Source: an optimization exercise on an open RTL-to-GDS flow (aim: small area, a short achievable clock period and few clock cycles). Production flows keep margins and buffers that such runs may drop. Only simulation tests tie the RTL to the original design; equivalence was not proved. No activity file was given, so power comes from the tool's default toggle rates.

## dz3_tile_scrambler
module dz3_tile_scrambler (
    input  wire        clk,
    input  wire        rst_n,
    input  wire        cmd_valid,
    output reg         cmd_ready,
    input  wire        cmd_dir,
    input  wire [63:0] cmd_block,
    input  wire [63:0] cmd_page,
    input  wire [63:0] cmd_slot,
    input  wire        in_valid,
    output reg         in_ready,
    input  wire [63:0] in_data,
    output reg         out_valid,
    output reg  [63:0] out_data,
    output reg         res_valid,
    output reg         res_crc_ok
);
Size: about 1800 cells after synthesis, ~330 I/O pins.
clock: 10.0 ns
lec_check: 0
cap_margin: 20
core_margin: 2
core_utilization: 70
place_density: 0.8
slew_margin: 20
standard.sh (not shown) runs the stock make flow with config.mk's settings and CLKGATE_MAP_FILE= SYNTH_SCRIPT=/design/flow/synth_recipe.tcl, a recipe that flattens the netlist after the stock synthesis.
==> flow/flow/run.sh <==
#!/bin/bash
# The standard layout (standard.sh), with:
#  - plain buf_1 cells as the port buffers,
#  - a larger setup margin for timing repair,
#  - clock tree: clkbuf_16 root, clkbuf_8 below it, larger sink clusters, no dummy loads.
set -euo pipefail
bash standard.sh \
  BUFFER_PORTS_ARGS="-buffer_cell sky130_fd_sc_hd__buf_1" \
  SETUP_SLACK_MARGIN=7.05 \
  CTS_ARGS="-sink_clustering_enable -repair_clock_nets -dont_use_dummy_load -root_buf sky130_fd_sc_hd__clkbuf_16 -buf_list sky130_fd_sc_hd__clkbuf_8 -sink_clustering_size 16 -sink_clustering_max_diameter 50" \
  finish > standard.log 2>&1
Testbench counts at the start, summed over its fixed seeds: cycles 67,152.
Then changed:
--- a/flow/flow/run.sh
+++ b/flow/flow/run.sh
@@ -8,3 +8,3 @@
   BUFFER_PORTS_ARGS="-buffer_cell sky130_fd_sc_hd__buf_1" \
-  SETUP_SLACK_MARGIN=7.05 \
+  SETUP_SLACK_MARGIN=6.95 \
   CTS_ARGS="-sink_clustering_enable -repair_clock_nets -dont_use_dummy_load -root_buf sky130_fd_sc_hd__clkbuf_16 -buf_list sky130_fd_sc_hd__clkbuf_8 -sink_clustering_size 16 -sink_clustering_max_diameter 50" \
=> Cell area came out lower by 2.2%; total power came out lower by 0.60%; maximum frequency fell by 1.7%.
Then changed:
- CORE_UTILIZATION: 70 -> 75
- PLACE_DENSITY: 0.8 -> 0.85
The changed run completed without violations.
Design area stays flat.
Non-clock buffer count increases by 2.
Worst setup slack gets worse by 0.13 ns.
Clock power increases by 2.9%.
Clock-buffer cell count decreases by 1.
Maximum frequency decreases by 4.1%.
Sequential share of layout area stays flat.
Then changed:
--- a/flow/flow/run.sh
+++ b/flow/flow/run.sh
@@ -8,3 +8,3 @@
   BUFFER_PORTS_ARGS="-buffer_cell sky130_fd_sc_hd__buf_1" \
-  SETUP_SLACK_MARGIN=6.95 \
+  SETUP_SLACK_MARGIN=7.15 \
   CTS_ARGS="-sink_clustering_enable -repair_clock_nets -dont_use_dummy_load -root_buf sky130_fd_sc_hd__clkbuf_16 -buf_list sky130_fd_sc_hd__clkbuf_8 -sink_clustering_size 16 -sink_clustering_max_diameter 50" \
- CORE_UTILIZATION: 75 -> 70
- PLACE_DENSITY: 0.85 -> 0.8
Total power goes down slightly.
Via count goes down by a little under a tenth.
Setup slack improves by 0.16 ns.
Clock skew goes up by 0.0051 ns.
Synthesized area is unchanged.
Flip-flop and latch count is unchanged.
Then changed:
--- a/flow/flow/run.sh
+++ b/flow/flow/run.sh
@@ -8,3 +8,3 @@
   BUFFER_PORTS_ARGS="-buffer_cell sky130_fd_sc_hd__buf_1" \
-  SETUP_SLACK_MARGIN=7.15 \
+  SETUP_SLACK_MARGIN=7.3 \
   CTS_ARGS="-sink_clustering_enable -repair_clock_nets -dont_use_dummy_load -root_buf sky130_fd_sc_hd__clkbuf_16 -buf_list sky130_fd_sc_hd__clkbuf_8 -sink_clustering_size 16 -sink_clustering_max_diameter 50" \
Outcome: The changed run produced a clean layout; die area is unchanged; register-to-register slack improved by 0.08 ns; global-route usage is lower by 1.0 points; critical path depth stays the same; design area climbs by about 4%; non-clock buffer count is higher by 44; sequential power barely changes; sequential share of layout area shrinks by 1.4 points; fmax hardly moves; count of clock-buffer cells in the layout is higher by 1; synthesized cell count does not change.
Then changed:
==> flow/flow/run.sh (replaced) <==
#!/bin/bash
# The standard layout (standard.sh), with:
#  - plain buf_1 cells as the port buffers,
#  - a larger setup margin for timing repair,
#  - clock tree: clkbuf_16 root, clkbuf_8 below it, larger sink clusters, no dummy loads.
set -euo pipefail
bash standard.sh \
  BUFFER_PORTS_ARGS="-buffer_cell sky130_fd_sc_hd__buf_1" \
  SETUP_SLACK_MARGIN=6.95 \
  CTS_ARGS="-sink_clustering_enable -repair_clock_nets -dont_use_dummy_load -root_buf sky130_fd_sc_hd__clkbuf_16 -buf_list sky130_fd_sc_hd__clkbuf_8 -sink_clustering_size 20 -sink_clustering_max_diameter 60" \
  finish > standard.log 2>&1
Die area is unchanged.
Total power goes down by a few percent.
Setup slack got worse by 0.089 ns.
Clock-buffer cell count goes down by 8.
Non-clock buffer count goes down by 59.
Routed wire length goes down by a few percent.
Sequential cell count stays the same.
Design area goes down by a few percent.
Hold slack improved by 0.039 ns.

* * *

dz3_tile_scrambler again, from the RTL that the note above started with.
Settings: LEC_CHECK=0, CAP_MARGIN=20, CORE_MARGIN=2, CORE_UTILIZATION=70, PLACE_DENSITY=0.7, SLEW_MARGIN=20; clock period 10.0 ns.
==> flow/flow/run.sh <==
#!/bin/bash
# The standard layout (standard.sh), with:
#  - plain buf_1 cells as the port buffers,
#  - a larger setup margin for timing repair,
#  - clock tree: clkbuf_16 root, clkbuf_8 below it, larger sink clusters, no dummy loads.
set -euo pipefail
bash standard.sh \
  BUFFER_PORTS_ARGS="-buffer_cell sky130_fd_sc_hd__buf_1" \
  SETUP_SLACK_MARGIN=6.95 \
  CTS_ARGS="-sink_clustering_enable -repair_clock_nets -dont_use_dummy_load -root_buf sky130_fd_sc_hd__clkbuf_16 -buf_list sky130_fd_sc_hd__clkbuf_8 -sink_clustering_size 16 -sink_clustering_max_diameter 50" \
  finish > standard.log 2>&1
Testbench counts at the start, summed over its fixed seeds: cycles 67,152.
Rerun with:
- PLACE_DENSITY: 0.7 -> 0.8
- TNS_END_PERCENT: default -> 0
After rerunning:
- The changed run ran to the end with no violations
- die area stays the same
- flip-flop and latch count does not change
- via count went up by 1.1%
- first-iteration DRC count hardly moves
- worst setup slack loses 0.17 ns
- total power rises by 0.31%
- wire length increases by 3.9%

[afterwards: timing with drivers on the ports]
The results above use ideal ports. As a check the final layouts listed here were re-extracted and re-timed, cells and wires unchanged.
Step 1 assumes that a clkbuf_16 drives the clock port and a buf_2 every other input.
Step 2 times the ports against the registers' clock, not the clock port: input delays grow and output delays shrink by t, the midpoint of the rising clock arrivals with the driver on.
a / b / c = no drivers / after step 1 / after step 2; a / b = the first two.
run | t, ns | slack for setup (ns) | hold WS [ns] | worst slew at a driven data input, ns | cell pins on the clock port's net
the first run of note 1 | 0.540 | 7.012 / 6.958 / 6.714 | 0.362 / 0.362 / 0.362 | 0.09 | 1
the second run of note 1 | 0.536 | 6.960 / 6.919 / 6.554 | 0.343 / 0.343 / 0.343 | 0.10 | 1
the third run of note 1 | 0.548 | 6.828 / 6.828 / 6.397 | 0.335 / 0.335 / 0.335 | 0.10 | 1
the fourth run of note 1 | 0.535 | 6.991 / 6.938 / 6.716 | 0.366 / 0.366 / 0.366 | 0.08 | 1
the fifth run of note 1 | 0.532 | 6.986 / 6.939 / 6.879 | 0.322 / 0.322 / 0.322 | 0.08 | 1
the sixth run of note 1 | 0.557 | 6.897 / 6.897 / 6.518 | 0.360 / 0.360 / 0.360 | 0.10 | 1
the first run of note 2 | 0.540 | 6.956 / 6.903 / 6.580 | 0.370 / 0.370 / 0.370 | 0.08 | 1
the second run of note 2 | 0.536 | 6.789 / 6.789 / 6.441 | 0.332 / 0.332 / 0.332 | 0.09 | 1
After both steps setup and hold are still met in every run listed. For the third run of note 1, which loses most, drivers alone change the setup slack by 0.000 ns; drivers and shift together by -0.431 ns.
